Background: an optimization exercise with open tools, aiming at small area and a short achievable clock period. Do not read the settings as production practice. Only simulation tests tie the RTL to the original design; equivalence was not proved.

==> 07-03: inputs <==
## ce_div
module ce_div (
    input  wire        clk,
    input  wire        rst,          
    input  wire        in_valid,
    input  wire [31:0] in_a,         
    input  wire [31:0] in_b,         
    input  wire        in_tag_a,     
    input  wire        in_tag_b,     
    input  wire        in_pass_b,    
    output reg         out_valid,
    output wire [31:0] out_q,        
    output wire        out_tag,      
    output wire        out_n,
    output wire        out_z,
    output wire        out_v
);
    localparam [31:0] QMAX = 32'h7FFF_FFFF;
    localparam NDIG = 17;
    localparam N1 = 2, N2 = 6, N3 = 10, N4 = 14;
    localparam FA_TOP = 25;
    wire [31:0] i_b_mag;
    ce_div_mag u_mag (.w(in_b), .m(i_b_mag));
    reg        r0_valid;
    reg [31:0] r0_a, r0_bm;
    reg        r0_bn, r0_ta, r0_tb, r0_pb;
    always @(posedge clk) begin
        if (rst) r0_valid <= 1'b0;
        else     r0_valid <= in_valid;
        r0_a  <= in_a;
        r0_bm <= i_b_mag;
        r0_bn <= in_b[31];
        r0_ta <= in_tag_a;
        r0_tb <= in_tag_b;
        r0_pb <= in_pass_b;
    end
    wire        a_neg  = r0_a[31];
    wire        a_zero = (r0_a == 32'd0);
    wire [31:0] b_mag  = r0_bm;
    wire        b_zero = (b_mag == 32'd0);
    wire        b_min  = (b_mag == 32'h8000_0000);    
    wire        neg_b  = r0_pb & r0_tb;
    wire        y_neg  = ~b_zero & (b_min | (r0_bn ^ neg_b));
    wire        sign0  = a_neg ^ y_neg ^ (neg_b & ~r0_ta);
    wire        tag0   = r0_ta | r0_tb;
    reg  [4:0]  sh;
    integer k;
    always @(*) begin
        sh = 5'd31;
        for (k = 0; k < 32; k = k + 1)
            if (b_mag[k]) sh = 5'd31 - k[4:0];
    end
    wire [31:0] dn = b_mag << sh;
    wire [31:0] ax   = r0_a ^ {32{a_neg}};
    wire [31:0] hmask = ~(32'hFFFF_FFFF >> sh);
    wire        fits = ((ax & hmask) == 32'd0);
    wire        sat0 = b_zero ? ~a_zero : ~fits;
    wire        flip = sign0 ^ a_neg;
  ...
Settings: LEC_CHECK=0, CAP_MARGIN=20, CORE_MARGIN=2, CORE_UTILIZATION=40, SLEW_MARGIN=20, SYNTH_HIERARCHICAL=1, SYNTH_MINIMUM_KEEP_SIZE=0; clock period 44.0 ns.
run.sh (not shown) runs the stock make flow with config.mk's settings and CLKGATE_MAP_FILE= SYNTH_SCRIPT=/design/flow/synth_recipe.tcl, a recipe that flattens the netlist after the stock synthesis.
==> 05-20: changes against 07-03 <==
--- a/flow/design.v
+++ b/flow/design.v
@@ -1,35 +1,5 @@
-module ce_div_mag (
-    input  wire [31:0] w,
-    output wire [31:0] m
-);
-    assign m = w[31] ? (~w + 32'd1) : w;
-endmodule
-module ce_div_fmt (
-    input  wire        sat,      
-    input  wire        big,      
-    input  wire        eqn,      
-    input  wire        xz,       
-    input  wire        zc,       
-    input  wire        neg,      
-    input  wire        sign,     
-    input  wire        pbt,      
-    input  wire [26:0] qh,
-    input  wire [4:0]  x,
-    output wire [31:0] q,
-    output wire        n,
-    output wire        z,
-    output wire        v
-);
-    wire ovf  = sat | big | (eqn & xz);
-    wire zres = ~ovf & zc & xz;
-    wire rneg = ovf ? sign : neg;
-    assign q = ovf ? (sign ? 32'h8000_0001 : 32'h7FFF_FFFF) : {qh, x};
-    assign v = ovf;
-    assign z = zres;
-    assign n = pbt ? (~rneg & ~zres) : rneg;
-endmodule
 module ce_div_fa (
     input  wire a,
     input  wire b,
     input  wire c,
     output wire s,
@@ -46,44 +16,41 @@
     input  wire [31:0] in_b,         
     input  wire        in_tag_a,     
     input  wire        in_tag_b,     
     input  wire        in_pass_b,    
     output reg         out_valid,
-    output wire [31:0] out_q,        
-    output wire        out_tag,      
-    output wire        out_n,
-    output wire        out_z,
-    output wire        out_v
+    output reg  [31:0] out_q,        
+    output reg         out_tag,      
+    output reg         out_n,
+    output reg         out_z,
+    output reg         out_v
 );
     localparam [31:0] QMAX = 32'h7FFF_FFFF;
     localparam NDIG = 17;
     localparam N1 = 2, N2 = 6, N3 = 10, N4 = 14;
-    localparam FA_TOP = 25;
-    wire [31:0] i_b_mag;
-    ce_div_mag u_mag (.w(in_b), .m(i_b_mag));
     reg        r0_valid;
-    reg [31:0] r0_a, r0_bm;
-    reg        r0_bn, r0_ta, r0_tb, r0_pb;
+    reg [31:0] r0_a, r0_b;
+    reg        r0_ta, r0_tb, r0_pb;
     always @(posedge clk) begin
         if (rst) r0_valid <= 1'b0;
         else     r0_valid <= in_valid;
         r0_a  <= in_a;
-        r0_bm <= i_b_mag;
-        r0_bn <= in_b[31];
+        r0_b  <= in_b;
         r0_ta <= in_tag_a;
         r0_tb <= in_tag_b;
         r0_pb <= in_pass_b;
     end
     wire        a_neg  = r0_a[31];
+    wire        b_neg  = r0_b[31];
     wire        a_zero = (r0_a == 32'd0);
-    wire [31:0] b_mag  = r0_bm;
-    wire        b_zero = (b_mag == 32'd0);
-    wire        b_min  = (b_mag == 32'h8000_0000);    
+    wire        b_zero = (r0_b == 32'd0);
     wire        neg_b  = r0_pb & r0_tb;
-    wire        y_neg  = ~b_zero & (b_min | (r0_bn ^ neg_b));
+    wire        b_min  = (r0_b == 32'h8000_0000);
+    wire        y_neg  = ~b_zero & (b_min | (b_neg ^ neg_b));
     wire        sign0  = a_neg ^ y_neg ^ (neg_b & ~r0_ta);
     wire        tag0   = r0_ta | r0_tb;
+    wire [31:0] b_mag  = b_neg ? (~r0_b + 32'd1) : r0_b;
     reg  [4:0]  sh;
     integer k;
     always @(*) begin
         sh = 5'd31;
         for (k = 0; k < 32; k = k + 1)
@@ -178,16 +145,13 @@
                 assign ws = xs ^ xc ^ op;
                 assign mj = (xs & xc) | (xs & op) | (xc & op);
             end else begin : g_rown
                 assign ws[1:0] = op[1:0];
                 assign mj[1:0] = 2'b00;
-                for (gi = 2; gi < FA_TOP; gi = gi + 1) begin : g_fa
+                for (gi = 2; gi < 33; gi = gi + 1) begin : g_fa
                     ce_div_fa u_fa (.a(xs[gi]), .b(xc[gi]), .c(op[gi]), .s(ws[gi]), .co(mj[gi]));
                 end
-                assign ws[32:FA_TOP] = xs[32:FA_TOP] ^ xc[32:FA_TOP] ^ op[32:FA_TOP];
-                assign mj[32:FA_TOP] = (xs[32:FA_TOP] & xc[32:FA_TOP]) | (xs[32:FA_TOP] & op[32:FA_TOP]) |
-                                       (xc[32:FA_TOP] & op[32:FA_TOP]);
             end
             assign wc = {mj[31:0], q_pos};
             assign cws[j+1] = ws;  assign cwc[j+1] = wc;
             assign dpos[NDIG-1-j] = q_pos;  assign done[NDIG-1-j] = q_one;  assign dtwo[NDIG-1-j] = q_two;
         end
@@ -270,28 +234,19 @@
     wire [28:0] qs  = csel ? qh1 : qh0;
     wire        sbig = csel ? h1_big : h0_big;
     wire        sneg = csel ? h1_neg : h0_neg;
     wire        seqn = csel ? h1_eqn : h0_eqn;
     wire        szero = csel ? h1_zero : h0_zero;
-    reg        o_sat, o_big, o_eqn, o_xz, o_zc, o_neg, o_sign, o_pbt, o_tag;
-    reg [26:0] o_qh;
-    reg [4:0]  o_x;
+    wire        ovf  = r4_sat | sbig | sneg | (seqn & xz);
+    wire [31:0] res  = ovf ? (r4_sign ? 32'h8000_0001 : QMAX) : {qs[26:0], x};
+    wire        zres = ~ovf & szero & xz;
+    wire        rneg = ovf ? r4_sign : qs[28];
     always @(posedge clk) begin
         if (rst) out_valid <= 1'b0;
         else     out_valid <= r4_valid;
-        o_sat  <= r4_sat;
-        o_big  <= sbig | sneg;
-        o_eqn  <= seqn;
-        o_xz   <= xz;
-        o_zc   <= szero;
-        o_neg  <= qs[28];
-        o_qh   <= qs[26:0];
-        o_x    <= x;
-        o_sign <= r4_sign;
-        o_pbt  <= r4_pbt;
-        o_tag  <= r4_tag;
-    end
-    ce_div_fmt u_fmt (.sat(o_sat), .big(o_big), .eqn(o_eqn), .xz(o_xz), .zc(o_zc), .neg(o_neg),
-                      .sign(o_sign), .pbt(o_pbt), .qh(o_qh), .x(o_x),
-                      .q(out_q), .n(out_n), .z(out_z), .v(out_v));
-    assign out_tag = o_tag;
+        out_q   <= res;
+        out_tag <= r4_tag;
+        out_n   <= r4_pbt ? (~rneg & ~zres) : rneg;
+        out_z   <= zres;
+        out_v   <= ovf;
+    end
 endmodule
==> run notes <==
HPWL reported at the end of detailed placement: 07-03 113,000 um; 05-20 118,000 um
Result of the run: 07-03 finished clean; 05-20 finished clean
Ratio of cells with drive above 1 in the final layout: 07-03 5.81%; 05-20 5.58%
Placed Cells incl. Taps: 07-03 7,368; 05-20 7,229
Number of CTS-inserted buffers: 07-03 69; 05-20 67
Cell seen most often among critical-path stages: 07-03 sky130_fd_sc_hd__fa_1; 05-20 sky130_fd_sc_hd__a21o_1
Remaining max-slew budget at the tightest pin: 07-03 30.4%; 05-20 24.4%
Non-clock buffering overhead in the final layout: 07-03 2.76%; 05-20 2.59%
Wire length on met1: 07-03 61,100 um; 05-20 64,900 um
Grt met3 use: 07-03 2.27%; 05-20 2.60%
Sequential area share after synthesis: 07-03 22.0%; 05-20 22.0%
Largest net degree at the start of global routing: 07-03 64; 05-20 78

==> afterwards: timing with drivers on the ports <==
In the flow no input, the clock included, has a driving cell. The finished layouts below were timed again as built, in two steps. Step 1 (the two cells are an assumption about what drives the block):
set clk [get_ports {clk}]
set_driving_cell -lib_cell sky130_fd_sc_hd__clkbuf_16 $clk
set_driving_cell -lib_cell sky130_fd_sc_hd__buf_2 [delete_from_list [all_inputs] $clk]
Step 2, shift: input delay + t, output delay - t, t = (earliest + latest rising clock arrival at the registers) / 2. This alone moves slack from input paths to output paths. a / b / c = ideal / step 1 / step 2; a / b = the first two.
run | shift t [ns] | setup slack, ns | worst data-port slew with drivers (ns) | pins driven straight from the clock port
07-03 | 0.720 | 25.853 / 25.853 / 25.853 | 0.06 | 1
05-20 | 0.705 | 25.619 / 25.619 / 25.619 | 0.06 | 1
After both steps every run listed still meets setup and hold.
